This is an optimization exercise on Yosys and OpenROAD, whose aim is small area, a short achievable clock period and few clock cycles, not a production implementation.
In this exercise RTL edits were held to simulation tests only and were not proved equivalent to the original.

==> inputs of v4 <==
// sha2_digest
module sha2_digest (
  input  wire         clk,
  input  wire         rst,
  input  wire         in_valid,
  output wire         in_ready,
  input  wire [63:0]  in_data,
  input  wire [3:0]   in_alg,
  input  wire         in_last,
  input  wire [3:0]   in_nbytes,
  output reg          out_valid,
  output reg          out_err,
  output reg  [511:0] out_digest
);
clock: 12.0 ns
lec_check: 0
cap_margin: 20
core_margin: 2
core_utilization: 40
place_density: 0.55
slew_margin: 20
synth_memory_max_bits: 16384
standard.sh (not shown) runs the stock make flow with config.mk's settings and CLKGATE_MAP_FILE= SYNTH_SCRIPT=/design/flow/synth_recipe.tcl, a recipe that flattens the netlist after the stock synthesis.
==> flow/flow/run.sh <==
#!/bin/bash
# The standard ORFS layout (standard.sh) with one change: timing repair aims
# for 7 ns of setup slack at the design's 12 ns clock instead of 0, so the
# layout is optimised towards a shorter achieved period. The SDC, the clock
# period and every other step are the standard flow's own.
set -euo pipefail
bash standard.sh SETUP_SLACK_MARGIN=7 finish > standard_make.log 2>&1
==> v24: changes against v4 <==
--- a/flow/design.v
+++ b/flow/design.v
@@ -242,25 +242,25 @@
   reg         pk_q;            
   reg         pk_ok;           
   reg  [1:0]  nb_alg;          
   reg         nb_first;
   reg         nb_final;
   reg  [63:0] hs [0:7];        
   reg  [63:0] wv [0:7];        
   reg  [63:0] w  [0:15];       
-  reg  [63:0] pre;             
+  reg  [63:0] pre_a;           
+  reg  [63:0] pre_e;           
   reg         c256;            
   reg  [6:0]  rk;              
   reg  [63:0] kreg;            
   reg         lr;              
   reg         r_m3;            
   reg         r_m2;
   reg         ldph;            
-  reg         hx_hs, hx_256, hx_384, hx_512;   
   wire idle_ld = !busy && (rot == 4'd0);
   wire slot   = (wcnt != 5'd16) && ((ldph && !ldab) || idle_ld);
   wire take_s = slot && stash_v;
   wire wnt    = slot && !stash_v;
   wire take_p = wnt && (busy ? pw_valid : (in_state == S_PAD || (pk_ok && !err_pend)));
   wire take   = take_s || take_p;
   wire idle_take = idle_ld && (wcnt != 5'd16) &&
                    (stash_v || in_state == S_PAD || (pk_ok && !err_pend));
@@ -327,20 +327,16 @@
   always @(posedge clk) begin
     if (rst) begin
       busy     <= 1'b0;
       rc       <= 7'd0;
       c_alg    <= A_ERR;
       c256     <= 1'b0;
       rk       <= 7'd0;
       lr       <= 1'b0;
-      hx_hs    <= 1'b0;
-      hx_256   <= 1'b0;
-      hx_384   <= 1'b0;
-      hx_512   <= 1'b0;
       r_m3     <= 1'b0;
       r_m2     <= 1'b0;
       ldph     <= 1'b0;
       c_first  <= 1'b0;
       c_final  <= 1'b0;
       wcnt     <= 5'd0;
       ldab     <= 1'b0;
       rot      <= 4'd0;
@@ -370,20 +366,16 @@
         ldab <= 1'b1;
       if (!busy && rot != 4'd0)
         rot <= rot - 4'd1;
       if (start)
         wcnt <= 5'd0;
       else if (take)
         wcnt <= wcnt + 5'd1;
       lr   <= 1'b0;
-      hx_hs  <= 1'b0;
-      hx_256 <= 1'b0;
-      hx_384 <= 1'b0;
-      hx_512 <= 1'b0;
       r_m3 <= 1'b0;
       r_m2 <= 1'b0;
       ldph <= 1'b0;
       if (start) begin
         busy    <= 1'b1;
         rc      <= 7'd0;
         rk      <= 7'd2;
         c_alg   <= nb_alg;
@@ -395,22 +387,16 @@
       end else if (lr) begin
         busy    <= 1'b0;
         ldab    <= 1'b0;
         rot     <= wcnt[3:0];
       end else if (busy) begin
         rc      <= rc + 7'd1;
         rk      <= rk + 7'd1;
         lr      <= (rc == (c256 ? 7'd62 : 7'd78));
-        if (rc == (c256 ? 7'd62 : 7'd78)) begin
-          hx_hs  <= !c_first;
-          hx_256 <= c_first && c256;
-          hx_384 <= c_first && (c_alg == A_384);
-          hx_512 <= c_first && (c_alg == A_512);
-        end
         r_m2    <= (rc == (c256 ? 7'd61 : 7'd77));
         r_m3    <= (rc == (c256 ? 7'd60 : 7'd76));
         ldph    <= (rc >= (c256 ? 7'd47 : 7'd63));
       end
     end
   end
   reg  [63:0] s0, s1, ch, maj, ws0, ws1;
   always @* begin
@@ -422,58 +408,59 @@
       s1[31:0]  = rotr32(wv[4][31:0], 6) ^ rotr32(wv[4][31:0], 11) ^ rotr32(wv[4][31:0], 25);
       s0[31:0]  = rotr32(wv[0][31:0], 2) ^ rotr32(wv[0][31:0], 13) ^ rotr32(wv[0][31:0], 22);
       ws0[31:0] = rotr32(w[1][31:0], 7) ^ rotr32(w[1][31:0], 18) ^ (w[1][31:0] >> 3);
       ws1[31:0] = rotr32(w[14][31:0], 17) ^ rotr32(w[14][31:0], 19) ^ (w[14][31:0] >> 10);
     end
     ch  = (wv[4] & wv[5]) ^ (~wv[4] & wv[6]);
     maj = (wv[0] & wv[1]) ^ (wv[0] & wv[2]) ^ (wv[1] & wv[2]);
   end
-  wire [63:0] hx0 = ({64{hx_hs}}  & hs[0]) | ({64{hx_256}} & ivf(A_256, 3'd0)) |
-                    ({64{hx_384}} & ivf(A_384, 3'd0)) | ({64{hx_512}} & ivf(A_512, 3'd0));
-  wire [63:0] hx4 = ({64{hx_hs}}  & hs[4]) | ({64{hx_256}} & ivf(A_256, 3'd4)) |
-                    ({64{hx_384}} & ivf(A_384, 3'd4)) | ({64{hx_512}} & ivf(A_512, 3'd4));
-  wire [63:0] e1s = csa_s(pre, wv[3], hx4);
-  wire [63:0] e1c = csa_c(pre, wv[3], hx4);
-  wire [63:0] e2s = csa_s(s1, ch, e1s);
-  wire [63:0] e2c = csa_c(s1, ch, e1s);
-  wire [63:0] e3s = csa_s(e2s, e2c, e1c);
-  wire [63:0] e3c = csa_c(e2s, e2c, e1c);
-  wire [63:0] new_e = e3s + e3c;
-  wire [63:0] a1s = csa_s(pre, hx0, ch);
-  wire [63:0] a1c = csa_c(pre, hx0, ch);
-  wire [63:0] a2s = csa_s(s1, s0, maj);
-  wire [63:0] a2c = csa_c(s1, s0, maj);
-  wire [63:0] a3s = csa_s(a1s, a1c, a2s);
-  wire [63:0] a3c = csa_c(a1s, a1c, a2s);
-  wire [63:0] a4s = csa_s(a3s, a3c, a2c);
-  wire [63:0] a4c = csa_c(a3s, a3c, a2c);
-  wire [63:0] new_a = a4s + a4c;
+  reg  [63:0] hx4;             
+  wire [63:0] e1s = csa_s(s1, ch, pre_e);
+  wire [63:0] e1c = csa_c(s1, ch, pre_e);
+  wire [63:0] e2s = csa_s(e1s, e1c, hx4);
+  wire [63:0] e2c = csa_c(e1s, e1c, hx4);
+  wire [63:0] new_e = e2s + e2c;
+  wire [63:0] a1s = csa_s(ch, maj, pre_a);
+  wire [63:0] a1c = csa_c(ch, maj, pre_a);
+  wire [63:0] a2s = csa_s(s1, s0, a1s);
+  wire [63:0] a2c = csa_c(s1, s0, a1s);
+  wire [63:0] a3s = csa_s(a2s, a2c, a1c);
+  wire [63:0] a3c = csa_c(a2s, a2c, a1c);
+  wire [63:0] new_a = a3s + a3c;
   wire [63:0] w1s = csa_s(ws1, w[9], ws0);
   wire [63:0] w1c = csa_c(ws1, w[9], ws0);
   wire [63:0] w2s = csa_s(w1s, w1c, w[0]);
   wire [63:0] w2c = csa_c(w1s, w1c, w[0]);
   wire [63:0] new_w = w2s + w2c;
   wire [2:0]  hk_a = r_m3 ? 3'd3 : r_m2 ? 3'd2 : 3'd1;
   wire [63:0] opA  = c_first ? ivf(c_alg, hk_a) : hs[hk_a];
   wire [63:0] opE  = c_first ? ivf(c_alg, hk_a + 3'd4) : hs[hk_a + 3'd4];
   wire [63:0] addA = opA + wv[0];
   wire [63:0] addE = opE + wv[4];
   wire        rnext = busy && !lr;
   wire [63:0] pre_h = rnext ? wv[6] : (nb_first ? ivf(nb_alg, 3'd7) : hs[7]);
+  wire [63:0] pre_d = rnext ? wv[2] : (nb_first ? ivf(nb_alg, 3'd3) : hs[3]);
   wire [63:0] pre_w = busy ? w[1] : w[0];
   wire [63:0] pre_k = rnext ? kreg : kf(nb_alg == A_256, 7'd0);
+  wire [63:0] hxa = r_m2 ? (c_first ? ivf(c_alg, 3'd0) : hs[0]) : 64'h0;
   wire [63:0] p1s = csa_s(pre_h, pre_w, pre_k);
   wire [63:0] p1c = csa_c(pre_h, pre_w, pre_k);
+  wire [63:0] pas = csa_s(p1s, p1c, hxa);
+  wire [63:0] pac = csa_c(p1s, p1c, hxa);
+  wire [63:0] p2s = csa_s(p1s, p1c, pre_d);
+  wire [63:0] p2c = csa_c(p1s, p1c, pre_d);
   wire [31:0] lw_lo = stash_v ? w[15][63:32] :
                       w256 ? bswap32(pw[31:0]) : bswap32(pw[63:32]);
   wire [31:0] lw_hi = w256 ? bswap32(pw[63:32]) : bswap32(pw[31:0]);
   integer i;
   always @(posedge clk) begin
-    pre <= p1s + p1c;
+    pre_a <= pas + pac;
+    pre_e <= p2s + p2c;
+    hx4   <= r_m2 ? (c_first ? ivf(c_alg, 3'd4) : hs[4]) : 64'h0;
     kreg <= start ? kf(nb_alg == A_256, 7'd1) : kf(c256, rk);
     if (busy || (rot != 4'd0) || idle_take) begin
       for (i = 0; i < 15; i = i + 1)
         w[i] <= w[i+1];
       if (busy && !ldph)
         w[15] <= new_w;
       else if (!busy && rot != 4'd0)
         w[15] <= w[0];
Settings changed: CAP_MARGIN 20 to 40, CORE_UTILIZATION 40 to 45, PLACE_DENSITY 0.55 to 0.6, SLEW_MARGIN 20 to 40.
==> notes.md <==
syn avg cell area 9.96 µm²; post-synthesis compound-gate area fraction 18.9%; Synth Area in XOR/XNOR 7.13%; Critical path origin wv[0][31]$_DFF_P_; ClkCell Share 4.65%; status no timing/DRC/antenna violations; Die Y 566 µm; met1 GRT Util 69.1%; metal3 WL 176000 µm
Source of the figures above: v24

==> notes.md <==
status finished with violations; SO Faults capacitance limit, slew limit; Synth Area in XOR/XNOR 6.92%; MaxCap Viol Count 2; ClkCell Share 4.89%; met1 GRT Util 61.9%; post-synthesis compound-gate area fraction 18.7%; metal3 WL 157000 µm; Die Y 592 µm; max-slew violation count 10
Source of the figures above: v4

Testbench counts of v4, summed over its fixed seeds: cycles 74,399.
Testbench counts of v24, summed over its fixed seeds: cycles 74,399.

==> port drivers added, routing unchanged <==
Ports are ideal in the flow. The routed layouts listed here were re-timed in OpenROAD. Step 1 (the two cells are an assumption about what drives the block):
set clk [get_ports {clk}]
set_driving_cell -lib_cell sky130_fd_sc_hd__clkbuf_16 $clk
set_driving_cell -lib_cell sky130_fd_sc_hd__buf_2 [delete_from_list [all_inputs] $clk]
Step 2 also shifts input and output timing later by t, the mid clock arrival at the registers, as if the neighbouring blocks saw the same clock. Slacks: no drivers / after step 1 / after step 2; pairs: no drivers / after step 1.
run	shift t [ns]	setup WS [ns]	worst hold slack (ns)	slew at the worst register clock pin (ns)
v4	1.098	6.031 / 6.031 / 5.959	0.394 / 0.394 / 0.394	0.07 / 0.07
v24	1.066	6.152 / 6.152 / 6.021	0.402 / 0.402 / 0.402	0.08 / 0.08
For v24, which loses most, drivers alone change the setup slack by 0.000 ns; drivers and shift together by -0.131 ns.
